Background: an optimization exercise with open tools, aiming at small area, a short achievable clock period and few clock cycles per item. Do not read the settings as production practice.
RTL that was checked went through simulation tests only; none was proved equivalent to the original.
Only the layout flow was run in run 6; the RTL was not checked for function there.
Power figures rest on the tool's default switching activity, not on a simulated workload.

--- design/flow/design.v ---
module fpcvt (
    input  wire        clk,
    input  wire        rst,
    input  wire        in_valid,
    output wire        in_ready,
    input  wire [31:0] x,
    input  wire [3:0]  fmt,
    input  wire        ovf_ieee,
    input  wire        tern,
    output reg         out_valid,
    output reg  [31:0] y,
    output reg         flag_ovf,
    output reg         flag_nan
);
    assign in_ready = 1'b1;
    reg        v1;
    reg [31:0] x1;
    reg [3:0]  fmt1;
    reg        opt1;
    always @(posedge clk) begin
        if (rst) v1 <= 1'b0;
        else     v1 <= in_valid;
        x1   <= x;
        fmt1 <= fmt;
        opt1 <= fmt[3] ? tern : ovf_ieee;
    end
    wire        s    = x1[31];
    wire [7:0]  ex   = x1[30:23];
    wire [22:0] mx   = x1[22:0];
    wire        exz  = ~|ex;
    wire        exo  = &ex;
    wire        mxz  = ~|mx;
    wire f_fp32 = fmt1 == 4'h0;
    wire f_bf16 = fmt1 == 4'h1;
    wire f_fp16 = fmt1 == 4'h2;
    wire f_e4m3 = fmt1 == 4'h3;
    wire f_e5m2 = fmt1 == 4'h4;
    wire f_e3m2 = fmt1 == 4'h5;
    wire f_e2m3 = fmt1 == 4'h6;
    wire f_e2m1 = fmt1 == 4'h7;
    wire f_i32  = fmt1 == 4'h8;
    wire f_i16  = fmt1 == 4'h9;
    wire f_i8   = fmt1 == 4'hA;
    wire f_u8   = fmt1 == 4'hB;
    wire f_i4   = fmt1 == 4'hC;
    wire f_i2   = fmt1 == 4'hD;
    wire f_bin  = fmt1 == 4'hE;
    wire isint1 = fmt1[3];
    wire [5:0] c1 = f_fp16 ? 6'd6 : f_e4m3 ? 6'd21 : f_e5m2 ? 6'd14 : f_e3m2 ? 6'd26 :
                    f_e2m3 ? 6'd27 : f_e2m1 ? 6'd29 : 6'd30;
    wire [5:0] c2 = f_fp32 ? 6'd8   : f_bf16 ? 6'd24  : f_fp16 ? 6'd21  : (f_e4m3 | f_e2m3) ? 6'd28 :
                    (f_e5m2 | f_e3m2) ? 6'd29 : 6'd30;
    wire       fnorm = f_fp32 | f_bf16 |
                       ((f_fp16 | f_e5m2) & (ex >= 8'd113)) | (f_e4m3 & (ex >= 8'd121)) |
                       (f_e3m2 & (ex >= 8'd125)) | ((f_e2m3 | f_e2m1) & (ex >= 8'd127));
    wire       tsat  = (f_fp16 & (ex <= 8'd70)) | (f_e4m3 & (ex <= 8'd85)) | (f_e5m2 & (ex <= 8'd78)) |
                       (f_e3m2 & (ex <= 8'd90)) | (f_e2m3 & (ex <= 8'd91)) | (f_e2m1 & (ex <= 8'd93)) |
                       (isint1 & (ex <= 8'd94));
    wire [5:0] diff  = c1 - ex[5:0];
    wire [5:0] t     = fnorm ? c2 : (diff | {6{tsat}});
    wire [7:0] ehi =
          ({8{f_fp32 | f_bf16}} & ex)
        | ({8{fnorm & (f_fp16 | f_e5m2)}} & {3'd0, ~ex[4], ex[3:0]})
        | ({8{fnorm & f_e4m3}} & {4'd0, ~ex[3], ex[2:0]})
        | ({8{fnorm & f_e3m2}} & {5'd0, ~ex[2], ex[1:0]})
        | ({8{fnorm & (f_e2m3 | f_e2m1)}} & {6'd0, ~ex[1], ex[0]})
        | {7'd0, ~fnorm};
    wire [38:0] w     = {ehi, mx, 8'd0};
    wire [39:0] shv   = {w, 1'b0} >> t;
    reg  [22:0] smask;
    integer k;
    always @(*)
        for (k = 0; k < 23; k = k + 1)
            smask[k] = (t > k + 9);
    wire neg1 = isint1 & s;
    wire ipos_a = (f_i32 & (ex >= 8'd158)) | (f_i16 & (ex >= 8'd142)) | (f_i8 & (ex >= 8'd134)) |
                  (f_u8 & (ex >= 8'd135)) | (f_i4 & (ex >= 8'd130)) | (f_i2 & (ex >= 8'd128));
    wire ineg_a = (f_i32 & (ex >= 8'd159)) | (f_i16 & (ex >= 8'd143)) | (f_i8 & (ex >= 8'd135)) |
                  (f_u8 & (ex >= 8'd127)) | (f_i4 & (ex >= 8'd131)) |
                  (f_i2 & (opt1 ? (ex >= 8'd128) : (ex >= 8'd129)));
    wire ineg_c = (f_i32 & (ex == 8'd158)) | (f_i16 & (ex == 8'd142)) | (f_i8 & (ex == 8'd134)) |
                  f_u8 | (f_i4 & (ex == 8'd130)) |
                  (f_i2 & (opt1 ? (ex == 8'd127) : (ex == 8'd128)));
    wire fbig   = ((f_fp16 | f_e5m2) & (ex > 8'd142)) | (f_e4m3 & (ex > 8'd135)) |
                  (f_e3m2 & (ex > 8'd131)) | ((f_e2m3 | f_e2m1) & (ex > 8'd129));
    wire f_oa   = (fbig & ~exo) | (f_e4m3 & (ex == 8'd135) & (&mx[22:20]));
    wire f_oc   = (f_bf16 & (ex == 8'd254) & (&mx[22:16])) |
                  (f_fp16 & (ex == 8'd142) & (&mx[22:13])) |
                  (f_e5m2 & (ex == 8'd142) & (&mx[22:21])) |
                  (f_e4m3 & (ex == 8'd135) & (mx[22:20] == 3'b110)) |
                  (f_e3m2 & (ex == 8'd131) & (&mx[22:21])) |
                  (f_e2m3 & (ex == 8'd129) & (&mx[22:20])) |
                  (f_e2m1 & (ex == 8'd129) & mx[22]);
    wire bpos   = ~s & ~(exo & ~mxz) & ~(exz & mxz);
    wire oa1    = f_bin ? bpos : isint1 ? (s ? ineg_a : ipos_a) : f_oa;
    wire oc1    = isint1 ? (s ? ineg_c : 1'b1) : f_oc;
    reg        v2;
    reg [31:0] ain;
    reg        guard, stk;
    reg        s2, nan2, inf2, oa2, oc2, opt2;
    reg [3:0]  fmt2;
    always @(posedge clk) begin
        if (rst) v2 <= 1'b0;
        else     v2 <= v1;
        ain   <= shv[32:1] ^ {32{neg1}};
        guard <= shv[0];
        stk   <= |(mx & smask);
        s2    <= s;
        nan2  <= exo & ~mxz;
        inf2  <= exo & mxz;
        oa2   <= oa1;
        oc2   <= oc1;
        opt2  <= opt1;
        fmt2  <= fmt1;
    end
    wire g_fp32 = fmt2 == 4'h0;
    wire g_bf16 = fmt2 == 4'h1;
    wire g_fp16 = fmt2 == 4'h2;
    wire g_e4m3 = fmt2 == 4'h3;
    wire g_e5m2 = fmt2 == 4'h4;
    wire g_e3m2 = fmt2 == 4'h5;
    wire g_e2m3 = fmt2 == 4'h6;
    wire g_e2m1 = fmt2 == 4'h7;
    wire g_i32  = fmt2 == 4'h8;
    wire g_i16  = fmt2 == 4'h9;
    wire g_i8   = fmt2 == 4'hA;
    wire g_u8   = fmt2 == 4'hB;
    wire g_i4   = fmt2 == 4'hC;
    wire g_i2   = fmt2 == 4'hD;
    wire g_bin  = fmt2 == 4'hE;
    wire isint  = fmt2[3];
    wire neg    = isint & s2;
    wire        up    = guard & (stk | (ain[0] ^ neg));
    wire        cin   = up ^ neg;
    wire [31:0] r     = ain + {31'd0, cin};
    wire lb = (g_i32 & (&ain[30:0])) | (g_i16 & (&ain[14:0])) | (g_i8 & (&ain[6:0])) |
              (g_u8 & (s2 | (&ain[7:0]))) | (g_i4 & (&ain[2:0])) |
              (g_i2 & ((s2 & opt2) | ain[0])) | ~isint;
    wire ovf  = oa2 | (neg ? (oc2 & (~lb | up)) : (oc2 & up & lb));
    wire [31:0] wmask = g_fp32 | g_i32 ? 32'hFFFFFFFF :
                        (g_bf16 | g_fp16 | g_i16) ? 32'h0000FFFF :
                        (g_e4m3 | g_e5m2 | g_i8 | g_u8) ? 32'h000000FF :
                        (g_e3m2 | g_e2m3) ? 32'h0000003F :
                        (g_e2m1 | g_i4) ? 32'h0000000F :
                        g_i2 ? 32'h00000003 : 32'h00000001;
    wire [31:0] wtop  = wmask ^ {1'b0, wmask[31:1]};    
    wire fhasinf = g_fp32 | g_bf16 | g_fp16 | g_e5m2;
    wire fhasnan = fhasinf | g_e4m3;
    wire selr = ~nan2 & ~inf2 & ~ovf & ~g_bin;
    wire [31:0] fnan = g_fp32 ? 32'h7FC00000 : g_bf16 ? 32'h7FC0 : g_fp16 ? 32'h7E00 :
                       g_e5m2 ? 32'h7E : g_e4m3 ? 32'h7F : 32'd0;
    wire [31:0] finf = g_fp32 ? 32'h7F800000 : (g_bf16 ? 32'h7F80 : 32'd0) | (g_fp16 ? 32'h7C00 : 32'd0) |
                       (g_e5m2 ? 32'h7C : 32'd0);
    wire [31:0] fmax = g_fp32 ? 32'h7F7FFFFF : g_bf16 ? 32'h7F7F : g_fp16 ? 32'h7BFF :
                       g_e5m2 ? 32'h7B : g_e4m3 ? 32'h7E : (g_e3m2 | g_e2m3) ? 32'h1F : 32'h7;
    wire useinf = fhasinf & (inf2 | opt2);
    wire [31:0] fcon = nan2 ? fnan : ((useinf ? finf : fmax) | (wtop & {32{s2}}));
    wire [31:0] icon = nan2 ? 32'd0 :
                       s2 ? (g_u8 ? 32'd0 : (g_i2 & opt2) ? 32'h3 : wtop) :
                            (g_u8 ? 32'hFF : {1'b0, wmask[31:1]});
    wire [31:0] ccon = g_bin ? {31'd0, oa2} : isint ? icon : fcon;
    wire [31:0] res   = selr ? ((r & wmask) | (wtop & {32{s2 & ~isint}})) : ccon;
    wire        r_nan = nan2 & ~(fhasnan & ~isint);
    wire        r_ovf = ~nan2 & ~g_bin & ((inf2 & ~isint) ? ~fhasinf : ovf);
    always @(posedge clk) begin
        if (rst) out_valid <= 1'b0;
        else     out_valid <= v2;
        y        <= res;
        flag_ovf <= r_ovf;
        flag_nan <= r_nan;
    end
endmodule
--- design/flow/flow/run.sh ---
#!/bin/bash
set -euo pipefail
export BUFFER_PORTS_ARGS="-buffer_cell sky130_fd_sc_hd__buf_2"
export SETUP_SLACK_MARGIN=12.5
export CTS_ARGS="-sink_clustering_enable -repair_clock_nets -buf_list sky130_fd_sc_hd__clkbuf_8 -dont_use_dummy_load"
bash standard.sh > standard.log 2>&1
--- design/flow/standard.sh ---
#!/bin/bash
# synth_recipe.tcl (not shown) runs the flow's synth.tcl, then flattens the netlist and writes it again
# the make line also repeats each setting of config.mk as NAME=value (left out here)
make -C /OpenROAD-flow-scripts/flow DESIGN_CONFIG=/design/flow/config.mk WORK_HOME=/design/flow/orfs CLKGATE_MAP_FILE= SYNTH_SCRIPT=/design/flow/synth_recipe.tcl "${@:-finish}"
--- design/flow/config.mk ---
export PLATFORM = sky130hd
export DESIGN_NAME = fpcvt
export DESIGN_NICKNAME = fpcvt
export VERILOG_FILES = /design/flow/design.v
export SDC_FILE = /design/flow/constraint.sdc
export NUM_CORES = 4
export LEC_CHECK = 0
export CAP_MARGIN = 20
export CORE_MARGIN = 2
export CORE_UTILIZATION = 40
export CTS_BUF_LIST = sky130_fd_sc_hd__clkbuf_8
export SLEW_MARGIN = 20
--- design/flow/constraint.sdc ---
create_clock -name core_clock -period 17.0 [get_ports {clk}]
set_input_delay 3.4000 -clock core_clock [delete_from_list [all_inputs] [get_ports {clk}]]
set_output_delay 3.4000 -clock core_clock [all_outputs]
set_load 0.01 [all_outputs]
==> summary.txt, run 1 <==
Across every metal layer, demand over resource in global routing totals 24.5%. Summed over all nets, wire length on met3 after detailed routing comes to 2200 µm. The final-report setup violation count is 0. The vertical die dimension was 144 µm; the number of endpoints with negative hold slack in the final report was 0. The final critical delay including setup and external delays was 4.30 ns; the warning count from the yosys run was 1.

The tools report the met2 routed wirelength as 11200 µm. The die is 144 µm wide. For the post-synthesis sequential area ratio, the log shows 30.1%. The worst clock skew was 0.0343 ns; the core region area was 19400 µm². The clock transition at the register clock pins on the worst setup and hold paths after CTS is 0.08 ns. The endpoint kind of the worst setup timing path is an output port. The slowest stage of the critical path belongs to the cell sky130_fd_sc_hd__dfxtp_1. At the pin with the least slew margin, the transition time is 0.889 ns.

Across the run, the number of max-cap violations was 0. After detailed routing, the number of vias per cell comes to 6.13. Counting every sink on the clock net gives 118. The final-report max-slew violation count was 0. The worst-case IR drop observed on VDD is 0.0582 mV. The number of cells on the worst reg-to-reg path is 12. The number of synthesized flops with an enable pin is 0. The worst flop-to-flop path endpoint was ain[14]. The number of core rows was 51; the synthesis-to-finish area growth was 9.25%. Worst-path maximum fanout: 1. At the end of routability-driven placement, the weighted congestion stood at 0.960. Among all flip-flop cells after synthesis, the most frequent one is sky130_fd_sc_hd__dfxtp_1. The total number of vias is 7993, and the overall power of the completed layout is 846 µW. Tracing the worst setup path back leads to its startpoint at y[23].

The logs give 39800 µm for the global-route wire length before repair and 0 for the post-cts hold buffer count. The flow ran to the end and the layout has no timing, DRC or antenna violations. In this run the deepest clock path goes through 2 buffers.

The gate count after technology mapping was 1007; the net count reported at finish was 1090. The number of nets handed over by synthesis was 1056. The class of the worst hold path was flop to flop. The count of inserted antenna diode cells is 0, and the share of layout cells above drive strength 1 is 14.0%. The layout has 2032 filler cells.

The quantity of I/O buffers inserted on ports works out to 75. Dividing the final minimum period by the clock period gives 25.3%. Following the worst setup path forward leads to its endpoint at y[23].

The logs give 17 for the number of buffers added by the clock tree synthesis step and 0 for the number of remaining DRC errors. In this run the remaining antenna-violating nets after routing total 0. The worst register-to-register path begins at x1[28].

After synthesis, the mean cell area works out to 7.81 µm². Summed over all layers, the routed wires come to 25200 µm. In the synthesized netlist the async set-or-reset flop fraction comes to 0%. The achievable frequency is 0.233 GHz. The run gives 10900 µm as the wire length the detailed router placed on met1. For this design the ratio of total power to cell area is 98.6 nW/µm². The largest net degree at the start of global routing came out at 41. For this configuration, the core starts out at a cell density of 40.5%. The highest layer touched by signal routing is met4. The number of antenna violations at the first check in global routing is 0, and the final non-filler cell total is 1304. The logs give 12.72 ns for the worst reg-to-reg setup slack and 1287 for the number of placed cells counting well taps. The logs give 4 for the H-tree depth and 0 for the remaining global-route overflow. Via count of the first global-routing pass: 7131.

The cell sitting at the root of the clock tree is a sky130_fd_sc_hd__clkbuf_8. The first detailed-routing pass took 7 iterations. For the worst setup path, the data required time is 13.60 ns.

The count of buffer and inverter cells on the critical path was 1. In this run, the number of DRC markers left after iteration 0 of detailed routing was 1047. Summing all placed instances gives a cell area of 8320 µm². The logs give 20800 µm² for the overall die area and 0.46 ns for the clock latency at the later pin of the worst-skew pair. The type of the worst setup path is flop to output port. The run gives 7860 µm² as the post-synthesis instance area. The cell family contributing the most delay on the critical path is flip-flops. At the end of the flow the core is filled with cells to 44.3%. Launching element type of the critical path: a flop. Setup repair after global routing left no endpoint under its margin. The tools report the I/O pin count as 77. After synthesis the netlist holds a flip-flop and latch count of 118. Headroom to the max-slew limit: 40.4%.

The logs give 0.00327 µW for the reported leakage power and 8590 µm² for the area of all placed cells without fillers. Worst path arrival time: 0.90 ns. The HPWL after detailed placement is 18000 µm. Setup total negative slack on the finished layout was measured at 0 ns. The worst stage delay on the critical path is 0.32 ns. TritonCTS built the clock tree. The synthesized netlist contains 91 unique library cells. The instance count on the critical path came out at 1. The critical path goes through buf_2.

The routed length per instance works out to 19.3 µm.
-- kinds of logic (layout without fill, tap and decap cells) --
logic type      Yosys count  after routing  share of synthesized area, %
buf+inv                 101            133                          5.89
mux                      49             49                          6.53
other cells               1              1                        0.0477
flops                   118            118                          30.1
simple gates            368            368                          23.9
xor+xnor                 69             69                          7.69
fa+ha+maj                 9              9                          1.50
compound gates          292            292                          24.4
-- timing repair --
item / CTS / global route
endpoints found under the hold margin: 0 / 0
endpoints found under the setup margin: 17 / 20
pin swaps: 0 / 0
resized for setup: 2 / 9
setup buffers: 0 / 0
-- final cells by class --
type	instances	area [µm²]	share of cell area, %
clock buffer	17	234	2.72
inverter	27	101	1.18
multi-input combinational	788	5070	59.0
sequential	118	2370	27.6
tap	265	332	3.86
timing repair buffer	89	484	5.64
-- worst min path at each step --
| stage | endpoint | slack [ns] | startpoint | depth (start not counted) |
|---|---|---|---|---|
| after floorplan | fmt2[0] | 0.35 | fmt1[0] | 0 |
| after global placement | opt2 | 0.41 | opt1 | 0 |
| after detailed placement | opt2 | 0.42 | opt1 | 0 |
| after CTS | out_valid | 0.43 | v2 | 1 |
| after global routing | opt2 | 0.45 | opt1 | 0 |
| final | out_valid | 0.43 | v2 | 1 |
-- metal layers --
| layer | track usage [%] | vias up |
|---|---|---|
| li1 | - | 3775 |
| met1 | 33.4 | 3680 |
| met2 | 37.8 | 459 |
| met3 | 5.13 | 79 |
| met4 | 10.0 | 0 |
| met5 | 0 | - |
-- layout by cell type, fill, tap and decap left out, types with 20 or more instances in the layout --
cell type | synthesis | layout
sky130_fd_sc_hd__inv_1 | 27 | 27
sky130_fd_sc_hd__a21oi_1 | 58 | 58
sky130_fd_sc_hd__xor2_1 | 36 | 36
sky130_fd_sc_hd__o21ai_0 | 85 | 85
sky130_fd_sc_hd__nor3_1 | 34 | 33
sky130_fd_sc_hd__mux2i_1 | 37 | 37
sky130_fd_sc_hd__nor2_1 | 80 | 80
sky130_fd_sc_hd__nand2_1 | 93 | 93
sky130_fd_sc_hd__buf_2 | 12 | 75
sky130_fd_sc_hd__dfxtp_1 | 118 | 113
sky130_fd_sc_hd__nand3_1 | 39 | 39
sky130_fd_sc_hd__a31oi_1 | 20 | 20
sky130_fd_sc_hd__nand4_1 | 28 | 28
sky130_fd_sc_hd__xnor2_1 | 33 | 32
-- flip-flops by register name (all words and copies together), names as in the netlist, 4 cells and up --
register / count
fmt1: 4
x1: 32
ain: 32
y: 32
fmt2: 4
-- per-stage QoR --
stage,hold slack [ns],worst slack [ns]
2_1_floorplan,0.351,13.12
3_3_place_gp,0.415,12.41
3_5_place_dp,0.421,12.33
4_1_cts,0.429,12.60
5_1_grt,0.448,12.50
6_report,0.426,12.70
-- cell usage after synthesis, drive strengths merged, types with 3 or more instances --
| library cell | number | share of area [%] |
|---|---|---|
| dfxtp | 118 | 30 |
| nand2 | 94 | 4.5 |
| o21ai | 86 | 5.5 |
| nor2 | 81 | 3.9 |
| a21oi | 58 | 3.7 |
| clkbuf | 45 | 2.2 |
| mux2i | 40 | 5.2 |
| nand3 | 39 | 2.5 |
| xor2 | 36 | 4.0 |
| nor3 | 35 | 2.3 |
| xnor2 | 33 | 3.7 |
| nand4 | 30 | 2.7 |
| buf | 29 | 2.4 |
| inv | 27 | 1.3 |
| a31oi | 20 | 1.6 |
| nor4 | 18 | 1.6 |
| a22oi | 17 | 1.6 |
| a211oi | 14 | 1.5 |
| and2 | 14 | 1.1 |
| o211ai | 11 | 1.1 |
| nor2b | 10 | 0.80 |
| and3 | 9 | 0.72 |
| mux2 | 9 | 1.3 |
| o22ai | 9 | 0.72 |
| ha | 7 | 1.1 |
| nand2b | 7 | 0.56 |
| or3 | 6 | 0.48 |
| a21boi | 5 | 0.48 |
| and4 | 5 | 0.56 |
| o221ai | 5 | 0.56 |
| o31a | 5 | 0.56 |
| o31ai | 5 | 0.54 |
| a221oi | 4 | 0.60 |
| a22o | 4 | 0.45 |
| a2bb2oi | 4 | 0.45 |
| or4 | 4 | 0.38 |
| a222oi | 3 | 0.38 |
| a31o | 3 | 0.33 |
| a41oi | 3 | 0.33 |
| o2111ai | 3 | 0.33 |
| o21a | 3 | 0.29 |
| o311ai | 3 | 0.33 |
| o32ai | 3 | 0.33 |
| or2 | 3 | 0.24 |
-- where the power goes --
| part | internal, µW | switching, µW | leakage [µW] |
|---|---|---|---|
| sequential | 316 | 39.0 | 0.000985 |
| combinational | 117 | 185 | 0.00216 |
| clock | 87.6 | 102 | 0.000122 |
Testbench counts, summed over its fixed seeds: cycles 24,024, items 24,000.
==> run 2: changes to the inputs <==
==> design/flow/flow/run.sh (replaced) <==
#!/bin/bash
set -euo pipefail
export BUFFER_PORTS_ARGS="-buffer_cell sky130_fd_sc_hd__buf_1"
export SETUP_SLACK_MARGIN=12.7
export CTS_ARGS="-sink_clustering_enable -repair_clock_nets -buf_list sky130_fd_sc_hd__clkbuf_8 -dont_use_dummy_load"
bash standard.sh > standard.log 2>&1
==> run 2 against run 1 <==
Effect of this change: still clean; area after synthesis is the same; synthesized cell count is the same; cell count is essentially flat; clock power grew 2%; critical path depth is the same; die area is the same; hold slack lost 0.025 ns; clock skew shrank 0.0014 ns; first-iteration DRC count shrank 5.0%; via count shrank 0.48%; total power grew 2.3%; combinational power grew 5%; critical endpoint unchanged.
==> summary.txt, run 2 <==
For this run, asynchronously set or reset flops after synthesis account for 0%. The count of buffer and inverter cells on the critical path was 1; the number of endpoints with negative hold slack in the final report was 0. For this block, the routed nets add up to 25600 µm of wire.

The core region area was 19400 µm². The largest registers in the layout are ain (32), x1 (32), y (32). Overall die area: 20800 µm². Flip-flop cell with the highest count after synthesis: sky130_fd_sc_hd__dfxtp_1.

Between clock sinks in the finished design, the worst skew comes to 0.0329 ns. For this run, design rule violations remaining after detail routing come to 0. The tools report the library cell used as clock root buffer as sky130_fd_sc_hd__clkbuf_8. The instance count on the critical path is 1, and the final critical delay including setup and external delays is 4.30 ns. The average cell area after synthesis was 7.81 µm².

Largest voltage drop on the vdd net: 0.0549 mV. The share of layout cells above drive strength 1 is 13.0%. Data arrives at the worst endpoint at 0.90 ns.

The warning count from the yosys run is 1. The post-synth net total came out at 1056. At the worst endpoint, the required time is 13.60 ns. The distinct cell type count of the synthesized netlist was 91. The kind of cell with the highest combined delay along the critical path is flip-flops. The leading area contributor after synthesis is sky130_fd_sc_hd__dfxtp_1.

The count of nets left with antenna violations once routing finished came out at 0. At the end of the flow, the number of nets in the layout was 1091. In this run the critical register-to-register path is captured at ain[14]. The HPWL after detailed placement came out at 18400 µm. The flow ran to the end and the layout has no timing, DRC or antenna violations. The remaining global-route overflow is 0, and the portion of synthesized cell area occupied by the leading cell type is 30.1%. The path with the worst hold slack has its endpoint at opt2.

The multi-input combinational cells in the finished layout cover a total of 5120 µm². Fill cells in the final layout number 2014. The critical path goes through buf_6. After synthesis, the cell types taking the most area are sky130_fd_sc_hd__dfxtp_1 30%, sky130_fd_sc_hd__o21ai_0 5.4%, sky130_fd_sc_hd__mux2i_1 4.7%. Setup repair after global routing could not meet its margin everywhere. Across the run, the number of max-cap violations was 0. The worst hold path begins at opt1. The gate count after technology mapping came out at 1007. Setup violations remaining at the end of the flow were counted as 0. The worst reg-to-reg setup slack is 12.87 ns. The mean number of vias per cell came out at 6.10. TritonCTS built the clock tree. In this run the deepest clock path goes through 2 buffers. Leaving out fill and tap cells, the most frequent cells in the layout are 93 x sky130_fd_sc_hd__nand2_1, 93 x sky130_fd_sc_hd__dfxtp_1, 84 x sky130_fd_sc_hd__o21ai_0. Registers take 2400 µm². The critical path is of the flop to output port type. Across every metal layer, demand over resource in global routing totals 25.1%.

Entering global routing, the biggest net connects 41 pins. The vertical die dimension came out at 144 µm. The final-report max-slew violation count is 0.

The run gives 43.9% as the headroom to the max-slew limit. The worst path uses 25.3% of the clock period. Along the worst hold path, the cell count comes to 0. The synthesized netlist occupies a cell area of 7860 µm². The class of the worst hold path was flop to flop.

The first global-routing pass estimated 40500 µm of wire. The tools report the H-tree depth as 4. The synthesis-to-finish area growth was 11.1%. The count of inserted antenna diode cells came out at 0. Clock tree synthesis found a total of 118 sinks. For the worst-skew pair, the clock arrives at the later sink with an insertion delay of 0.47 ns. Routability-driven placement finished with a final weighted congestion of 0.974. The via count of the first global-routing pass came out at 7270. The tools report the launching element type of the critical path as a flop. After synthesis, the most frequently instantiated cells are 118 x sky130_fd_sc_hd__dfxtp_1, 93 x sky130_fd_sc_hd__nand2_1, 85 x sky130_fd_sc_hd__o21ai_0. The starting utilization of the core area was 40.5%; the power per standard cell area was 99.2 nW/µm². The logs give 17 for the number of buffers added by the clock tree synthesis step and 0 for the number of antenna violations at the first check in global routing.

Detailed routing inserted a total of 7955 vias. The worst register-to-register path has a depth of 13. The worst-path cell with the longest stage delay was sky130_fd_sc_hd__dfxtp_2. The largest single stage delay on the critical path is 0.33 ns.

Dominant cell by count in the synthesized netlist: sky130_fd_sc_hd__dfxtp_1. The quantity of I/O buffers inserted on ports was 75. The run gives 0.401 ns as the final hold slack.

The transition at the pin with the smallest max-transition slack works out to 0.837 ns. The worst setup path is captured at an output port. The start of the worst register-to-register path is x1[30].

The achievable frequency is 0.233 GHz, and the worst-path maximum fanout is 1. Summed over all cells, the static leakage comes to 0.00320 µW. In this run the count of I/O pins placed on the die edge is 77.

After floorplanning, the core was divided into 51 placement rows. For this block, the initial DRC count from the detailed router was 995. After clock tree synthesis, the clock-pin slew on the worst setup and hold paths is 0.08 ns.

For the first-pass detailed-route iteration total, the log shows 9. Counting flops with a built-in enable in the synthesized netlist gives 0. The die is 144 µm wide. Summed over all failing endpoints, the final setup total negative slack is 0 ns. The share of the Yosys chip area taken by registers is 30.1%. The routed length per instance is 19.7 µm. The post-synthesis register bit count was 118.
-- run 2: logic make-up (layout without fill, tap and decap cells) --
logic type               after synthesis  count (layout)  synth area share (%)
adder cells (fa/ha/maj)                9               9                  1.50
flip-flops                           118             118                  30.1
AND/OR/NAND/NOR                      368             368                  23.9
buffers and inverters                101             134                  5.89
multiplexers                          49              49                  6.53
AO/OA/AOI/OAI                        292             292                  24.4
other                                  1               1                0.0477
XOR/XNOR                              69              69                  7.69
-- run 2: area by class of cell --
| type | count | area share [%] |
|---|---|---|
| inverter | 27 | 1.16 |
| timing repair buffer | 90 | 6.22 |
| sequential | 118 | 27.5 |
| clock buffer | 17 | 2.68 |
| tap | 265 | 3.80 |
| multi-input combinational | 788 | 58.7 |
-- run 2: per-stage QoR --
step / util, % / setup slack, ns / area (µm²) / total power (µW) / instances
final: 45.0 / 12.70 / 8730 / 866 / 1305
after global routing: 45.0 / 12.65 / 8730 / 912 / 1305
after CTS: 44.0 / 12.68 / 8530 / 849 / 1303
after detailed placement: 42.4 / 12.04 / 8220 / 652 / 1286
after global placement: 42.4 / 12.22 / 8220 / 652 / 1286
after floorplan: - / 13.12 / 7860 / 567 / 1007
-- run 2: worst max path at each step --
stage	start	to	slack, ns
3_5_place_dp	fmt1[1]	ain[1]	12.04
3_3_place_gp	fmt1[2]	ain[1]	12.22
2_1_floorplan	fmt1[3]	ain[1]	13.12
6_report	y[23]	y[23]	12.70
4_1_cts	y[23]	y[23]	12.68
5_1_grt	y[21]	y[21]	12.65
-- run 2: routing by layer --
layer / GRT usage, % / up-vias / share of wire [%]
li1: - / 3772 / -
met1: 34.4 / 3652 / 44
met2: 38.5 / 440 / 45
met3: 4.57 / 91 / 7.5
met4: 10.9 / 0 / 4.1
met5: 0 / - / 0
-- run 2: power by group --
group / switching [µW] / internal (µW) / total [µW]
Combinational: 192 / 124 / 316
Clock: 106 / 87.7 / 194
Sequential: 38.9 / 317 / 356
Total: 337 / 529 / 866
-- run 2: repair_timing --
action,4_1_cts,5_1_grt
pin swaps,0,1
resized for setup,42,63
hold buffers,0,0
endpoints found under the setup margin,64,61
setup buffers,0,2
endpoints found under the hold margin,0,0
==> run 3: changes to the inputs <==
==> design/flow/run.sh (new file) <==
#!/bin/bash
# synth_recipe.tcl (not shown) runs the flow's synth.tcl, then flattens the netlist and writes it again
# the make line also repeats each setting of config.mk as NAME=value (left out here)
make -C /OpenROAD-flow-scripts/flow DESIGN_CONFIG=/design/flow/config.mk WORK_HOME=/design/flow/orfs CLKGATE_MAP_FILE= SYNTH_SCRIPT=/design/flow/synth_recipe.tcl finish
removed: design/flow/flow/run.sh
removed: design/flow/standard.sh
==> run 3 against run 2 <==
Effect of this change: largest power group unchanged; clock skew shrank 0.012 ns; critical endpoint is now ain[9]; register-to-register slack lost 0.77 ns; design area grew 4.6%; synthesized cell count did not move; via count rose by 0.91%.
==> summary.txt, run 3 <==
Buffers inserted during clock tree synthesis total 17. A synthesized cell averages 7.81 µm². The worst path in the final design needs a cycle of 4.90 ns, including I/O delays and setup.

The dominant cell by count in the synthesized netlist was sky130_fd_sc_hd__dfxtp_1. The tools report the post-route worst setup slack as 12.10 ns. The distinct cell type count of the synthesized netlist is 91, and the wire length reported by the detailed router is 24900 µm. The run gives 6 as the first-pass detailed-route iteration total. By count the netlist is led by 118 x sky130_fd_sc_hd__dfxtp_1, 93 x sky130_fd_sc_hd__nand2_1, 85 x sky130_fd_sc_hd__o21ai_0. By area the synthesized netlist is led by sky130_fd_sc_hd__dfxtp_1 30%, sky130_fd_sc_hd__o21ai_0 5.4%, sky130_fd_sc_hd__mux2i_1 4.7%. The flow ran to the end and the layout has no timing, DRC or antenna violations.

Timing analysis after detailed placement gives a worst setup slack of 12.25 ns. For the detailed router's first-iteration violation count, the log shows 1115. The finished cells cover 9140 µm².

After detailed routing, the number of vias per cell comes to 6.09. Placed instance area: 8690 µm². For the number of endpoints with negative hold slack in the final report, the log shows 0. The final layout contains 1090 nets. The worst path uses 28.8% of the clock period. STA classifies the critical path startpoint as a flop. The headroom to the max-slew limit is 43.6%. The buffer levels on the longest clock path was 2. After clock tree synthesis, the flow added hold-fix buffers numbering 0.

The synthesized design contains 0 enable-type register cells. For this run, the slowest stage of the critical path takes 0.80 ns. In this run the worst path has a maximum fanout of 39.

Count of buffer and inverter cells on the critical path: 2. Leaving out fill and tap cells, the most frequent cell in the layout is sky130_fd_sc_hd__dfxtp_1. The achievable frequency was 0.204 GHz.

The most used flip-flop cell after synthesis is sky130_fd_sc_hd__dfxtp_1. Setup repair after global routing left no endpoint under its margin. The tools report the utilization of the core after routing as 47.1%.

Warning count from the yosys run: 1. The clock tree synthesis step divided the H-tree into 4 levels. The worst setup path is captured at a flop. The count of nets left with antenna violations after detail routing was 0; the buffers inserted during post-CTS setup optimization was 0. The tools report the CTS sink count as 118. Sequential cells were found to cover 30.1% of the synthesized design area.

The vertical die dimension was 144 µm. For the I/O pin count, the log shows 77. The floorplan step set the die width to 144 µm. Power spread over the standard cell area amounts to 106 nW/µm². The top cell types in the final layout, fill and taps aside, are 118 x sky130_fd_sc_hd__dfxtp_1, 93 x sky130_fd_sc_hd__nand2_1, 85 x sky130_fd_sc_hd__o21ai_0.

The logs give 8027 for the total number of vias and 41 for the largest net degree at the start of global routing. After clock tree synthesis, the clock-pin slew on the worst setup and hold paths is 0.09 ns. The reported leakage power is 0.00331 µW.

The gate count after technology mapping came out at 1007. The number of nets in the synthesized netlist is 1056. Dividing the detail-routed wire length by the instance count gives 18.9 µm. Setup violations remaining at the end of the flow were counted as 0.

In the global route stage, overall resource usage came out at 24.2%. Across the VDD grid, the largest voltage drop is 0.0535 mV. The transition at the pin with the smallest max-transition slack came out at 0.844 ns. The quantity of I/O buffers inserted on ports came out at 75. In the final layout, the registers with the most flip-flops are ain (32), x1 (32), y (32). At the later pin of the worst-skew pair, clock insertion delay measures 0.47 ns. The class of the worst hold path was flop to flop. After legalization and detailed placement, the total HPWL measured 17800 µm. The total overflow left after global routing is 0. The post-synthesis instance area is 7860 µm², and the overall power of the completed layout is 967 µW. The floorplan step defined a die boundary enclosing 20800 µm². The via count of the first global-routing pass was 7268. Summed over all instances, the cell type with the most area after synthesis is sky130_fd_sc_hd__dfxtp_1.

The synthesis-to-finish area growth is 16.3%, and the worst path arrival time is 5.29 ns. After clock tree synthesis, the repair step resized 0 gates. For the worst setup path, the data required time is 17.39 ns. Of the cells placed in the final design, the portion with a size suffix greater than 1 is 7.21%.

Adding up every negative setup slack in the final design gives 0 ns. The cell family with the largest share of critical-path delay is simple AND/OR/NAND/NOR gates. The final-report max-slew violation count is 0. The post-synthesis register bit count is 118, and the worst clock skew is 0.0206 ns. The repair_antennas step left the layout with diodes totalling 0. The signal on the critical path passes through nand2b_1, nor3_1, nand2b_1, ha_1, inv_1, fa_1, xnor2_1, nand4_4, nand2_1, buf_4, mux2_2, a221oi_2, mux2i_1, a222oi_1, xor2_1. The tools report the number of antenna violations at the first check in global routing as 0.

The tools report the library cell used as clock root buffer as sky130_fd_sc_hd__clkbuf_8. After detailed routing, the number of remaining DRC violations is 0. The worst-path cell with the longest stage delay was sky130_fd_sc_hd__dfxtp_1. Type of the worst setup path: flop to flop. Once the floorplan was initialized, standard cells occupied 40.5% of the core. The run gives 39700 µm as the global-route wire length before repair. The weighted congestion reported at the end of routability-driven placement was 0.967; the core region area was 19400 µm². Of all flip-flops after synthesis, the portion carrying an async set or reset was 0%. The most numerous cell type found on the critical path is sky130_fd_sc_hd__nand2b_1. TritonCTS built the clock tree. Number of core rows: 51. Portion of synthesized cell area occupied by the leading cell type: 30.1%. Across the run, the number of max-cap violations was 0.
==> run 3: final cells by class <==
type / instances / area, µm²
tap: 265 / 332
inverter: 27 / 101
multi-input combinational: 788 / 5040
clock buffer: 17 / 234
clock inverter: 15 / 209
sequential: 118 / 2360
fill: 1986 / 10300
timing repair buffer: 89 / 856
==> run 3: cell families after synthesis <==
logic type / count (synthesis) / synth area share, %
other: 1 / 0.0477
muxes: 49 / 6.53
buffers and inverters: 101 / 5.89
adders and majority gates: 9 / 1.50
xor gates and xnor gates: 69 / 7.69
AOI/OAI and AO/OA: 292 / 24.4
DFF: 118 / 30.1
and+or+nand+nor: 368 / 23.9
==> run 3: report_power, final <==
| part | switching (µW) | internal (µW) |
|---|---|---|
| combinational | 182 | 132 |
| sequential | 40.3 | 315 |
| clock | 144 | 153 |
| total | 366 | 600 |
==> run 3: final timing paths <==
path	cells after the start	end	startpoint	slack (ns)
min reg2reg	0	opt2	opt1	0.39
min	0	opt2	opt1	0.39
max	15	ain[9]	fmt1[1]	12.10
max reg2reg	15	ain[9]	fmt1[1]	12.10
==> run 3: per-stage QoR <==
| stage | instances | hold WS [ns] |
|---|---|---|
| after floorplan | 1007 | 0.351 |
| after global placement | 1287 | 0.398 |
| after detailed placement | 1287 | 0.392 |
| after CTS | 1319 | 0.396 |
| after global routing | 1319 | 0.419 |
| final | 1319 | 0.393 |
==> run 3: layer usage <==
metal  vias to the layer above  wire length (µm)  share of wire (%)  global-route usage [%]
li1                       3797                 -                  -                       -
met1                      3671             10700                 43                    32.1
met2                       459             11000                 44                    36.9
met3                       100              2070                8.3                    5.73
met4                         0              1150                4.6                    12.3
met5                         -                 0                  0                       0
==> run 4: changes to the inputs <==
--- a/design/flow/config.mk
+++ b/design/flow/config.mk
@@ -9,4 +9,3 @@
 export CORE_MARGIN = 2
 export CORE_UTILIZATION = 40
-export CTS_BUF_LIST = sky130_fd_sc_hd__clkbuf_8
 export SLEW_MARGIN = 20
==> run 4 against run 3 <==
Effect of this change: still clean; first-iteration DRC count decreased by 7.6%; total power rose by 10%; global-route usage up 0.15 points; register-to-register slack hardly changed; die area unchanged; cell count did not move; hold slack lost 0.0014 ns; critical endpoint unchanged; largest power group is now the clock network; highest routed layer is now met5.
==> summary.txt, run 4 <==
When the netlist entered floorplanning its net count stood at 1056. The warning count from the yosys run was 1. The highest signal layer in the routed design was met5. The synthesized design spends more area on one cell type than any other, namely sky130_fd_sc_hd__dfxtp_1. Once detail routing completed, the nets flagged for antenna violations numbered 0. The clock transition at the register clock pins on the worst setup and hold paths after CTS was 0.07 ns. The top cell types in the final layout, fill and taps aside, are 118 x sky130_fd_sc_hd__dfxtp_1, 93 x sky130_fd_sc_hd__nand2_1, 85 x sky130_fd_sc_hd__o21ai_0. The final-report max-slew violation count is 0. The all-layer global routing usage came out at 24.4%. The tools report the post-synthesis sequential area ratio as 30.1%.

Dividing the detail-routed wire length by the instance count gives 19.0 µm. For the area of all placed cells without fillers, the log shows 9330 µm². After synthesis, the most frequently instantiated cells are 118 x sky130_fd_sc_hd__dfxtp_1, 93 x sky130_fd_sc_hd__nand2_1, 85 x sky130_fd_sc_hd__o21ai_0. For this configuration, the core starts out at a cell density of 40.5%.

After detailed routing, the met3 layer carries 2110 µm of wire. The total overflow left after global routing is 0. The tools report the number of endpoints with negative hold slack in the final report as 0. By startpoint and endpoint, the worst setup path is classified as flop to flop. Final-layout setup total negative slack: 0 ns. The worst clock skew was 0.0132 ns; the final critical delay including setup and external delays was 4.91 ns.

Setup repair after global routing left no endpoint under its margin. TritonCTS built the clock tree. Cell repeated most along the worst path: sky130_fd_sc_hd__nand2b_1.

The worst register-to-register path ends at ain[9]. After detailed routing, the total wire length is 25000 µm. The worst stage delay on the critical path is 0.79 ns. In this run, CTS created clock tree buffers numbering 17.

The gate count after technology mapping came out at 1007. The largest registers in the layout are ain (32), x1 (32), y (32). At the worst endpoint, the required time is 17.35 ns. The tools report the endpoint kind of the worst setup timing path as a flop. The count of inserted antenna diode cells came out at 0.

The overall die width is 144 µm, and the quantity of I/O buffers inserted on ports is 75. Ranked by total cell area, the synthesized netlist is headed by sky130_fd_sc_hd__dfxtp_1 30%, sky130_fd_sc_hd__o21ai_0 5.4%, sky130_fd_sc_hd__mux2i_1 4.7%. Each instance of the synthesized netlist takes up on average 7.81 µm². Dividing the detail-routed via count by the number of cells gives 6.07.

Together, buffers and inverters on the worst path number 2. The tools report the via count of the first global-routing pass as 7284. For this design the static power due to leakage is 0.00340 µW. For the overall die area, the log shows 20800 µm². For this design the ratio of total power to cell area is 114 nW/µm².

The logs give 17800 µm for the HPWL after detailed placement and 0 for the post-cts gate resize count. In this run, distinct cell masters in the synthesized netlist total 91. The die is 144 µm tall. The post-synthesis async set-or-reset flop share works out to 0%.

The first global-routing pass estimated 39900 µm of wire. The library cell used as clock root buffer was sky130_fd_sc_hd__clkbuf_16. The placed instances occupy a cell area of 8690 µm². Worst-path maximum fanout: 39.

Data on the critical path arrives at its endpoint at 5.26 ns. Number of core rows: 51. The class of the worst hold path is flop to flop.

Number of remaining DRC errors: 0. In the post-synthesis netlist, the cell with the most instances is sky130_fd_sc_hd__dfxtp_1. The largest voltage drop on the vdd net was 0.0770 mV; the I/O pin count was 77. In the final layout, the share of cells above drive strength 1 is 7.21%. The tools report the start of the worst register-to-register path as fmt1[1]. For the total number of vias, the log shows 8011. The run gives 4 as the H-tree depth. For this run, the post-layout net count is 1090. Flip-flop cell with the highest count after synthesis: sky130_fd_sc_hd__dfxtp_1. In this run, synthesis inferred 0 flip-flops with an integrated enable. The transition at the pin with the smallest max-transition slack works out to 0.849 ns. The worst register-to-register path has a setup slack of 12.09 ns. CTS saw 118 sinks.

For this design, the CTS-stage hold fixing added 0 buffers. Measured in cells, the most critical reg-to-reg path has a length of 15. The launching element type of the critical path was a flop. In this run the cell area of the synthesized design comes to 7860 µm².

The run finished with no timing, DRC or antenna violations. The largest net degree at the start of global routing was 41; the synthesis-to-finish area growth was 18.7%. Once the clock tree was built, the setup fixing pass inserted 0 buffers.

The wire length the detailed router placed on met1 is 10700 µm. The most frequent standard cell in the layout excluding fill and tap cells is sky130_fd_sc_hd__dfxtp_1. The tools report the startpoint of the most critical hold path as opt1. For hold timing, the worst endpoint is opt2. The portion of synthesized cell area occupied by the leading cell type came out at 30.1%. The post-placement setup slack was 12.25 ns.

The run gives 43.3% as the headroom to the max-slew limit. The signal on the critical path passes through nand2b_1, nor3_1, nand2b_1, ha_1, inv_1, fa_1, xnor2_1, nand4_4, nand2_1, buf_4, mux2_2, a221oi_2, mux2i_1, a222oi_1, xor2_1. The post-synthesis register bit count works out to 118. The later pin in the worst-skew pair is clocked with a latency of 0.43 ns. Worst-path cell with the longest stage delay: sky130_fd_sc_hd__dfxtp_1. The final-report setup violation count is 0, and the number of fillers in the final layout is 1957.

Cell family with the largest share of critical-path delay: simple AND/OR/NAND/NOR gates. The number of cells on the worst hold path works out to 0. The total area inside the core boundary comes to 19400 µm². The congestion estimate from routability-driven global placement came to 0.967. The met2 routed wirelength is 11000 µm, and the final period utilization is 28.9%. The number of antenna violations at the first check in global routing is 1, and the achievable frequency is 0.204 GHz.

Before antenna repair, the detailed router went through 8 iterations. The tools report the post-route worst setup slack as 12.09 ns. The longest clock path from root to sink contains 2 buffers.

In this run, the number of DRC markers left after iteration 0 of detailed routing was 1030. The run gives 0 as the count of max-cap constraint violations.
## run 4: final cells by class
cell class,instances,area (µm²),area share [%]
Sequential cell,118,2360,25.3
Multi-Input combinational cell,788,5040,54.1
Timing Repair Buffer,89,856,9.17
Inverter,27,101,1.09
Clock buffer,17,425,4.56
Tap cell,265,332,3.55
Clock inverter,15,209,2.24
## run 4: worst reg2reg max path, cell delays in order (launching register included)
cell	delay, ns
sky130_fd_sc_hd__dfxtp_1	0.79
sky130_fd_sc_hd__nand2b_1	0.33
sky130_fd_sc_hd__nor3_1	0.43
sky130_fd_sc_hd__nand2b_1	0.17
sky130_fd_sc_hd__ha_1	0.19
sky130_fd_sc_hd__inv_1	0.06
sky130_fd_sc_hd__fa_1	0.40
sky130_fd_sc_hd__xnor2_1	0.33
sky130_fd_sc_hd__nand4_4	0.20
sky130_fd_sc_hd__nand2_1	0.12
sky130_fd_sc_hd__buf_4	0.39
sky130_fd_sc_hd__mux2_2	0.43
sky130_fd_sc_hd__a221oi_2	0.34
sky130_fd_sc_hd__mux2i_1	0.13
sky130_fd_sc_hd__a222oi_1	0.33
sky130_fd_sc_hd__xor2_1	0.19
## run 4: how the worst max path moves through the flow
stage,startpoint,end,slack [ns],cells past startpoint
3_5_place_dp,fmt1[1],ain[9],12.25,15
6_report,fmt1[1],ain[9],12.09,15
5_1_grt,fmt1[1],ain[9],11.81,15
3_3_place_gp,fmt1[1],ain[9],12.36,15
4_1_cts,fmt1[1],ain[9],12.22,15
2_1_floorplan,fmt1[3],ain[1],13.12,16
## run 4: cell families (layout without fill, tap and decap cells)
family | Yosys count | in the layout | synth area share [%]
and+or+nand+nor | 368 | 368 | 23.9
AOI/OAI and AO/OA | 292 | 292 | 24.4
DFF | 118 | 118 | 30.1
buffers and inverters | 101 | 148 | 5.89
xor gates and xnor gates | 69 | 69 | 7.69
muxes | 49 | 49 | 6.53
adders and majority gates | 9 | 9 | 1.50
other | 1 | 1 | 0.0477
## run 4: metrics by stage
stage          utilization (%)  power [µW]  hold slack [ns]  instances
2_1_floorplan                -         567            0.351       1007
3_3_place_gp              44.8         670            0.398       1287
3_5_place_dp              44.8         669            0.392       1287
4_1_cts                   48.1        1070            0.395       1319
5_1_grt                   48.1        1120            0.416       1319
6_report                  48.1        1070            0.392       1319
## run 4: metal layers
metal,global-route usage (%),up-vias
li1,-,3799
met1,32.2,3620
met2,36.9,488
met3,5.66,102
met4,13.3,2
met5,0,-
## run 4: where the power goes
| group | switching [µW] | internal, µW | total, µW |
|---|---|---|---|
| Clock | 158 | 239 | 396 |
| Combinational | 182 | 132 | 314 |
| Sequential | 40.3 | 316 | 356 |
==> run 5: changes to the inputs <==
==> design/flow/flow/run.sh (new file) <==
#!/bin/bash
set -euo pipefail
export BUFFER_PORTS_ARGS="-buffer_cell sky130_fd_sc_hd__buf_2"
export SETUP_SLACK_MARGIN=12.6
export CTS_ARGS="-sink_clustering_enable -sink_clustering_size 60 -sink_clustering_max_diameter 300 -sink_clustering_levels 1 -repair_clock_nets -buf_list sky130_fd_sc_hd__clkbuf_8 -dont_use_dummy_load"
bash standard.sh > standard.log 2>&1
==> design/flow/standard.sh (new file) <==
#!/bin/bash
# synth_recipe.tcl (not shown) runs the flow's synth.tcl, then flattens the netlist and writes it again
# the make line also repeats each setting of config.mk as NAME=value (left out here)
make -C /OpenROAD-flow-scripts/flow DESIGN_CONFIG=/design/flow/config.mk WORK_HOME=/design/flow/orfs CLKGATE_MAP_FILE= SYNTH_SCRIPT=/design/flow/synth_recipe.tcl "${@:-finish}"
--- a/design/flow/config.mk
+++ b/design/flow/config.mk
@@ -9,3 +9,4 @@
 export CORE_MARGIN = 2
 export CORE_UTILIZATION = 40
+export CTS_BUF_LIST = sky130_fd_sc_hd__clkbuf_8
 export SLEW_MARGIN = 20
removed: design/flow/run.sh
==> run 5 against run 4 <==
Effect of this change: critical path depth decreased by 14; sequential cell count unchanged; core utilization decreased by 3.8 points; maximum frequency increased by 14%; global-route usage increased by 0.12 points; via count decreased by 0.37%; largest cell class unchanged; largest power group is now registers; highest routed layer is now met4.
==> summary.txt, run 5 <==
The portion of synthesized cell area occupied by the leading cell type was 30.1%; the wire length the detailed router placed on met1 was 10900 µm. The H-tree was split into 4 levels. STA puts the critical path data required time at 13.60 ns.

The critical path goes through buf_2. With fillers left out, the area of the finished cells amounts to 8600 µm². The run gives 19400 µm² as the core region area. Summed over all nets, wire length on met3 after detailed routing comes to 2170 µm. Dividing the detail-routed via count by the number of cells gives 6.12. The largest voltage drop on the vdd net was 0.0574 mV; the count of nets left with antenna violations after detail routing was 0. The first global-routing pass estimated 39800 µm of wire. 77 I/O pins were placed. By instance count, the leading cell after synthesis is sky130_fd_sc_hd__dfxtp_1. The post-synthesis register bit count is 118. Detailed placement finished with a half-perimeter wire length of 18000 µm. The synthesis-to-finish area growth was 9.38%. From left edge to right edge, the die measures 144 µm. The tools report the startpoint of the most critical hold path as v2. The leading area contributor after synthesis is sky130_fd_sc_hd__dfxtp_1.

Flip-flop cell with the highest count after synthesis: sky130_fd_sc_hd__dfxtp_1. The fraction of power spent switching nets is 38.6%. The power per standard cell area is 98.5 nW/µm², and the number of synthesized flops with an enable pin is 0.

The number of antenna diodes in the final layout is 0. Post-synth net total: 1056. For the worst flop-to-flop path, the logic depth is 12.

For the count of max-cap constraint violations, the log shows 0. Before CTS, the worst setup slack after placement is 12.33 ns. Library cell used as clock root buffer: sky130_fd_sc_hd__clkbuf_8.

Launching element type of the critical path: a flop. The commonest cells after synthesis are 118 x sky130_fd_sc_hd__dfxtp_1, 93 x sky130_fd_sc_hd__nand2_1, 85 x sky130_fd_sc_hd__o21ai_0. The cell family with the largest share of critical-path delay is flip-flops. The clock transition at the register clock pins on the worst setup and hold paths after CTS was 0.08 ns. Registers are responsible for 41.9% of the overall power. The clock net in this run drives a total of 118 sinks. The most frequent standard cell in the layout excluding fill and tap cells was sky130_fd_sc_hd__dfxtp_1.

The floorplan has 51 rows. The number of buffers added by the clock tree synthesis step is 17, and the post-synthesis async set-or-reset flop share is 0%. The mapped netlist covers 7860 µm².

Quantity of I/O buffers inserted on ports: 75. The worst path meets setup with 12.71 ns of slack. The highest signal layer in the routed design was met4. For the pin with the worst max-slew slack, the measured transition is 0.900 ns. The longest clock path from root to sink contains 2 buffers. Once the floorplan was initialized, standard cells occupied 40.5% of the core. After detailed routing, the met2 layer carries 11300 µm of wire.

The flow ran to the end and the layout has no timing, DRC or antenna violations. Leaving out fill and tap cells, the most frequent cells in the layout are 109 x sky130_fd_sc_hd__dfxtp_1, 93 x sky130_fd_sc_hd__nand2_1, 85 x sky130_fd_sc_hd__o21ai_0. The logs give 520 µW for the internal cell power and 0 for the number of endpoints with negative hold slack in the final report. The tools report the number of antenna violations at the first check in global routing as 0. The setup path with the least slack is of type flop to output port. The die covers 20800 µm². Data on the critical path arrives at its endpoint at 0.89 ns. The logs give 7131 for the via count of the first global-routing pass and 12.82 ns for the worst reg-to-reg setup slack. The class of the worst hold path is flop to flop. The tools report the distinct cell type count of the synthesized netlist as 91.

The average cell area after synthesis was 7.81 µm². The vertical die dimension works out to 144 µm. The largest registers in the layout are ain (32), x1 (32), y (32). After detailed routing, the average wire length per cell comes to 19.3 µm.

After detailed placement, the total cell area comes to 8320 µm². In this run, the clock network consumes 22.4% of the power. Static timing analysis puts the maximum clock frequency at 0.233 GHz. For this design, the slowest cell found on the critical path is sky130_fd_sc_hd__dfxtp_1. Summed over all layers, the routed wires come to 25200 µm. The congestion estimate from routability-driven global placement came to 0.960.

The final-report max-slew violation count was 0; the all-layer global routing usage was 24.5%. The share of layout cells above drive strength 1 is 14.3%, and the remaining global-route overflow is 0. Setup repair after global routing left no endpoint under its margin. Summing over every cut layer, the via total after detailed routing is 7981. End of the worst hold path: out_valid.

The pre-antenna-repair detailed-routing pass consisted of 9 iterations. Entering global routing, the biggest net connects 41 pins. The power dissipated by switching net loads is 327 µW. The final critical delay including setup and external delays came out at 4.29 ns. The tools report the worst flop-to-flop path endpoint as ain[14]. Endpoint kind of the worst setup timing path: an output port.

The number of remaining DRC errors is 0, and the gate count after technology mapping is 1007. Setup violations remaining at the end of the flow were counted as 0. The logs give 1069 for the detailed router's first-iteration violation count and 0.46 ns for the clock latency at the later pin of the worst-skew pair.

Fill cells in the final layout number 2032. The net count of the finished layout is 1090. The worst pin sits at a relative slew slack of 39.6%. The clock arrives with 0.0333 ns of skew.

The number of cells on the worst hold path was 1. The reported leakage power is 0.00327 µW. The final-layout setup total negative slack was 0 ns; the warning count from the yosys run was 1. For this run, the share of the core covered by cells in the final layout is 44.3%. The worst path uses 25.3% of the clock period.

Of the synthesized area, sequential elements account for 30.1%. TritonCTS built the clock tree. The count of buffer and inverter cells on the critical path came out at 1. After synthesis, the cell types taking the most area are sky130_fd_sc_hd__dfxtp_1 30%, sky130_fd_sc_hd__o21ai_0 5.4%, sky130_fd_sc_hd__mux2i_1 4.7%. The start of the worst register-to-register path is x1[30]. Worst-path maximum fanout: 1. Per report_power, the combinational group accounts for 35.7% of the total. On the worst path, the slowest cell contributes a delay of 0.32 ns.
==> run 5: cell counts after synthesis <==
Identical to the previous run, type by type.
==> run 5: repair_timing <==
item                       4_1_cts  5_1_grt
buffers inserted                 0        0
setup endpoints to repair       23       28
gates resized for setup          2       15
hold buffers                     0        0
==> run 5: layout make-up <==
cell class / count / area (µm²) / share of cell area [%]
multi-input cells: 788 / 5070 / 58.9
well taps: 265 / 332 / 3.86
flip-flops and latches: 118 / 2380 / 27.7
clock buffers: 17 / 234 / 2.72
inverters: 27 / 101 / 1.18
repair buffers: 89 / 484 / 5.63
==> run 5: worst max-delay path by stage <==
stage	start	end	slack [ns]	cells past startpoint
2_1_floorplan	fmt1[3]	ain[1]	13.12	16
3_3_place_gp	fmt1[1]	ain[9]	12.41	15
3_5_place_dp	fmt1[1]	ain[9]	12.33	15
4_1_cts	fmt1[0]	ain[1]	12.60	14
5_1_grt	x1[30]	ain[14]	12.61	12
6_report	y[23]	y[23]	12.71	1
==> run 5: kinds of logic after synthesis <==
group           Yosys count  synth area share, %
mux                      49                 6.53
buf+inv                 101                 5.89
compound gates          292                 24.4
fa+ha+maj                 9                 1.50
other cells               1               0.0477
simple gates            368                 23.9
flops                   118                 30.1
xor+xnor                 69                 7.69
==> run 5: routing by layer <==
metal,track usage [%],vias to the layer above
li1,-,3778
met1,33.4,3639
met2,37.8,487
met3,5.13,77
met4,10.0,0
met5,0,-
==> run 5: power groups by stage <==
| stage | combinational, µW | clock (µW) | sequential [µW] |
|---|---|---|---|
| after floorplan | 217 | 0 | 350 |
| after global placement | 293 | 0 | 360 |
| after detailed placement | 293 | 0 | 360 |
| after CTS | 295 | 195 | 354 |
| after global routing | 328 | 208 | 360 |
| final | 302 | 190 | 355 |
==> run 5: per-stage QoR <==
stage / hold WS, ns / cells / power (µW)
3_5_place_dp: 0.421 / 1287 / 653
2_1_floorplan: 0.351 / 1007 / 567
4_1_cts: 0.429 / 1304 / 844
6_report: 0.427 / 1304 / 847
5_1_grt: 0.448 / 1304 / 897
3_3_place_gp: 0.415 / 1287 / 653
==> run 6: changes to the inputs <==
--- a/design/flow/design.v
+++ b/design/flow/design.v
@@ -18,4 +18,5 @@
     reg [3:0]  fmt1;
     reg        opt1;
+    reg [5:0]  c1;
     always @(posedge clk) begin
         if (rst) v1 <= 1'b0;
@@ -24,4 +25,6 @@
         fmt1 <= fmt;
         opt1 <= fmt[3] ? tern : ovf_ieee;
+        c1   <= (fmt == 4'h2) ? 6'd6 : (fmt == 4'h3) ? 6'd21 : (fmt == 4'h4) ? 6'd14 : (fmt == 4'h5) ? 6'd26 :
+                (fmt == 4'h6) ? 6'd27 : (fmt == 4'h7) ? 6'd29 : 6'd30;
     end
     wire        s    = x1[31];
@@ -47,6 +50,4 @@
     wire f_bin  = fmt1 == 4'hE;
     wire isint1 = fmt1[3];
-    wire [5:0] c1 = f_fp16 ? 6'd6 : f_e4m3 ? 6'd21 : f_e5m2 ? 6'd14 : f_e3m2 ? 6'd26 :
-                    f_e2m3 ? 6'd27 : f_e2m1 ? 6'd29 : 6'd30;
     wire [5:0] c2 = f_fp32 ? 6'd8   : f_bf16 ? 6'd24  : f_fp16 ? 6'd21  : (f_e4m3 | f_e2m3) ? 6'd28 :
                     (f_e5m2 | f_e3m2) ? 6'd29 : 6'd30;
@@ -96,5 +97,5 @@
     wire oc1    = isint1 ? (s ? ineg_c : 1'b1) : f_oc;
     reg        v2;
-    reg [31:0] ain;
+    reg [31:0] kept;
     reg        guard, stk;
     reg        s2, nan2, inf2, oa2, oc2, opt2;
@@ -103,5 +104,5 @@
         if (rst) v2 <= 1'b0;
         else     v2 <= v1;
-        ain   <= shv[32:1] ^ {32{neg1}};
+        kept  <= shv[32:1];
         guard <= shv[0];
         stk   <= |(mx & smask);
@@ -131,5 +132,6 @@
     wire isint  = fmt2[3];
     wire neg    = isint & s2;
-    wire        up    = guard & (stk | (ain[0] ^ neg));
+    wire        up    = guard & (stk | kept[0]);
+    wire [31:0] ain   = kept ^ {32{neg}};
     wire        cin   = up ^ neg;
     wire [31:0] r     = ain + {31'd0, cin};
==> design/flow/flow/run.sh (replaced) <==
#!/bin/bash
# The standard layout, with the ports buffered by a plain buffer
# (sky130_fd_sc_hd__buf_2) instead of the delay buffer buffer_ports
# picks by default. Everything else is the standard.sh unchanged.
set -euo pipefail
export BUFFER_PORTS_ARGS="-buffer_cell sky130_fd_sc_hd__buf_2"
bash standard.sh > standard.log 2>&1
==> run 6 against run 5 <==
Effect of this change: hold slack better by 0.011 ns; cell count is 12% higher; highest routed layer unchanged; clock-buffer cell count is 1 higher; via count is 17% higher; critical path depth is 11 higher.
==> summary.txt, run 6 <==
The run finished with no timing, DRC or antenna violations. The later pin in the worst-skew pair is clocked with a latency of 0.47 ns. Yosys attributes the largest share of cell area to sky130_fd_sc_hd__dfxtp_1 27%, sky130_fd_sc_hd__nor2_1 4.3%, sky130_fd_sc_hd__a21oi_1 4.2%. The tools report the number of antenna violations at the first check in global routing as 0. By count the netlist is led by 123 x sky130_fd_sc_hd__dfxtp_1, 102 x sky130_fd_sc_hd__nor2_1, 87 x sky130_fd_sc_hd__nand2_1. Combinational family with the most area after synthesis: compound AO/OA/AOI/OAI gates. The run gives 54 as the number of core rows.

Setup repair after global routing left no endpoint under its margin. In the synthesized netlist the dominant register cell turns out to be sky130_fd_sc_hd__dfxtp_1. Detailed placement ended at an HPWL of 22100 µm. Setup violations remaining at the end of the flow were counted as 0.

Before antenna repair, the detailed router went through 6 iterations. The post-synthesis register bit count is 123. The share of the Yosys chip area taken by registers is 27.5%.

At the pin with the least slew margin, the transition time is 1.14 ns. The achievable frequency was 0.200 GHz; the mean number of vias per cell was 6.39. The global-route wire length before repair was 48300 µm.

For the worst setup path, the data arrival time is 5.37 ns. The share of total power dissipated in the clock network is 28.4%. The synthesis-to-finish area growth is 8.68%, and the post-cts gate resize count is 0.

For this block, the initial DRC count from the detailed router was 1192. The basic-gate share of the synthesized area counting and, or, nand and nor cells works out to 26.6%. 0 antenna diodes ended up in the layout. Measured along the x axis, the die boundary spans 154 µm.

Net switching is 40.6% of the power. Of the total synthesized cell area, the portion taken by XOR and XNOR cells is 4.59%. For the number of endpoints with negative hold slack in the final report, the log shows 0. The starting utilization of the core area came out at 41.0%. The number of synthesized flops with an enable pin was 0. The run gives 1221 as the net count reported at finish.

The largest registers in the layout are kept (32), x1 (32), y (32). The final route contains 9357 vias. For this run, design rule violations remaining after detail routing come to 0.

The CTS sink count is 123, and the number of buffers added by the clock tree synthesis step is 17. sky130_fd_sc_hd__dfxtp_1 takes more of the synthesized area than any other cell. Along the worst path, the maximum fanout reaches 35. The class of the worst hold path was flop to flop. Between clock sinks in the finished design, the worst skew comes to 0.0186 ns.

When the netlist entered floorplanning its net count stood at 1198. The critical path is of the flop to flop type. The post-placement setup slack was 12.08 ns.

The portion of synthesized cell area occupied by the leading cell type was 27.5%; the vertical die dimension was 154 µm. Of the total power, registers draw 36.7%. TritonCTS built the clock tree. The tools report the internal cell power as 598 µW. The via count of the first global-routing pass was 8579. In this run, the combinational gates consume 34.9% of the power. The worst path in the final design needs a cycle of 5.01 ns, including I/O delays and setup. The tools report the post-route worst setup slack as 11.99 ns. After synthesis, the share of flip-flops with an asynchronous set or reset is 0%. For the weighted congestion reported at the end of routability-driven placement, the log shows 0.973. The die covers 23600 µm². Global routing finished with a remaining overflow of 0.

The average instance in the mapped netlist occupies 7.80 µm². STA classifies the critical path endpoint as a flop. Overall power of the completed layout: 1010 µW. The buffer levels on the longest clock path came out at 2. The adder and majority cell fraction of the synthesized area is 1.31%, and the distinct cell type count of the synthesized netlist is 104. The warning count from the yosys run came out at 1. Adding up every negative setup slack in the final design gives 0 ns. For the count of max-cap constraint violations, the log shows 0. In this run the tool buffered the top-level ports with 75 buffer cells. Launching element type of the critical path: a flop.

The routed length per instance works out to 21.0 µm. Counting every instance in the synthesized netlist gives 1149. Global routing used 25.4% of the available tracks. The share of layout cells above drive strength 1 was 14.7%. In the layout the commonest cells are 123 x sky130_fd_sc_hd__dfxtp_1, 102 x sky130_fd_sc_hd__nor2_1, 87 x sky130_fd_sc_hd__nand2_1. Once detail routing completed, the nets flagged for antenna violations numbered 0.

STA puts the critical path data required time at 17.37 ns. Dividing the final minimum period by the clock period gives 29.4%. The worst pin sits at a relative slew slack of 23.6%. The tools report the final-report max-slew violation count as 0. The run gives 0.00372 µW as the reported leakage power. The post-synthesis compound-gate area fraction is 27.8%. For the post-cts hold buffer count, the log shows 0. The post-synthesis instance area was 8970 µm²; the power per standard cell area was 103 nW/µm². VDD sags by at most 0.0510 mV. In this run the count of I/O pins placed on the die edge is 77.

The H-tree depth was 4. Number of fillers in the final layout: 2257. Clock-pin slew was measured on the worst setup and hold paths at 0.08 ns. The analysis attributes to net switching a power of 408 µW. The largest net degree at the start of global routing was 37; the share of synthesized area spent on multiplexers was 6.11%. The run gives 30700 µm as the wire length reported by the detailed router. The region available for standard cell placement spans 21900 µm². Library cell used as clock root buffer: sky130_fd_sc_hd__clkbuf_8. The dominant cell by count in the synthesized netlist is sky130_fd_sc_hd__dfxtp_1. Leaving out fill and tap cells, the most frequent cell in the layout is sky130_fd_sc_hd__dfxtp_1. Buffers added to address setup during post-CTS repair amount to 0.
## run 6: path summary, 6_finish.rpt
check | from | end | slack [ns] | depth (start not counted)
max | fmt2[3] | y[22] | 11.99 | 12
min | x1[31] | s2 | 0.44 | 0
max reg2reg | fmt2[3] | y[22] | 11.99 | 12
min reg2reg | x1[31] | s2 | 0.44 | 0
## run 6: power groups by stage
stage / combinational (µW) / sequential (µW) / clock [µW]
2_1_floorplan: 258 / 358 / 0
3_3_place_gp: 341 / 376 / 0
3_5_place_dp: 340 / 376 / 0
4_1_cts: 342 / 369 / 292
5_1_grt: 378 / 375 / 305
6_report: 351 / 369 / 286
## run 6: kinds of logic (layout without fill, tap and decap cells)
kind of cell               after synthesis  count (layout)
buffers and inverters                  107             143
muxes                                   45              45
xor gates and xnor gates                47              47
DFF                                    123             123
AOI/OAI and AO/OA                      364             364
and+or+nand+nor                        453             453
adders and majority gates                9               9
other                                    1               1
## run 6: metrics by stage
step / cells / utilization (%) / hold slack, ns / cell area, µm²
floorplan: 1149 / - / 0.364 / 8970
global placement: 1433 / 42.6 / 0.416 / 9320
detailed placement: 1433 / 42.6 / 0.406 / 9320
CTS: 1465 / 44.5 / 0.437 / 9740
global route: 1465 / 44.5 / 0.455 / 9740
finish: 1465 / 44.5 / 0.438 / 9740
## run 6: critical path, stage by stage (launching register included)
cell                       delay [ns]
sky130_fd_sc_hd__dfxtp_1         0.32
sky130_fd_sc_hd__buf_4           0.34
sky130_fd_sc_hd__and2_1          0.61
sky130_fd_sc_hd__buf_4           0.41
sky130_fd_sc_hd__mux2i_1         0.40
sky130_fd_sc_hd__nor4bb_1        0.31
sky130_fd_sc_hd__nand3_1         0.19
sky130_fd_sc_hd__a211oi_1        0.29
sky130_fd_sc_hd__o31ai_1         0.15
sky130_fd_sc_hd__a211o_2         0.44
sky130_fd_sc_hd__nor3_4          0.77
sky130_fd_sc_hd__nand2_2         0.36
sky130_fd_sc_hd__o211ai_1        0.29
## run 6: cell type report
| type | count | area (µm²) | area share (%) |
|---|---|---|---|
| Tap cell | 280 | 350 | 3.60 |
| Clock inverter | 14 | 173 | 1.77 |
| Timing Repair Buffer | 86 | 458 | 4.70 |
| Clock buffer | 18 | 248 | 2.54 |
| Inverter | 25 | 93.8 | 0.963 |
| Sequential cell | 123 | 2460 | 25.3 |
| Multi-Input combinational cell | 919 | 5960 | 61.2 |
## run 6: per-layer routing
layer | wire [µm] | GRT usage (%) | up-vias
li1 | - | - | 4355
met2 | 13900 | 39.5 | 602
met5 | 0 | 0 | -
met3 | 2640 | 4.65 | 118
met4 | 1360 | 12.2 | 0
met1 | 12800 | 34.1 | 4282

## static timing again, ports no longer ideal
The flow's constraints put no driver on any port. The routed layouts listed below were extracted and timed again, unchanged, in two steps. Step 1 sets driving cells, clkbuf_16 on the clock port and buf_2 on the other inputs (assumed; they add their load-dependent delay and slew). Step 2 moves the port delays by t, midway between the first and last clock arrival at a register: inputs arrive t later, outputs are due t later. That takes back most of the time a late clock gives input paths. Slacks: ideal ports / drivers / drivers and shift; pairs: ideal ports / drivers.
run	t (ns)	slack for setup (ns)	worst setup path after step 2	slew at the worst register clock pin (ns)
run 1	0.489	12.701 / 12.656 / 12.722	register to register	0.08 / 0.08
run 2	0.488	12.700 / 12.661 / 12.868	register to register	0.08 / 0.08
run 3	0.508	12.098 / 12.098 / 12.098	register to register	0.10 / 0.10
run 4	0.474	12.089 / 12.089 / 12.089	register to register	0.07 / 0.07
run 5	0.483	12.707 / 12.663 / 12.816	register to register	0.08 / 0.08
run 6	0.498	11.995 / 11.995 / 11.995	register to register	0.10 / 0.10
After both steps every run listed still meets setup and hold.
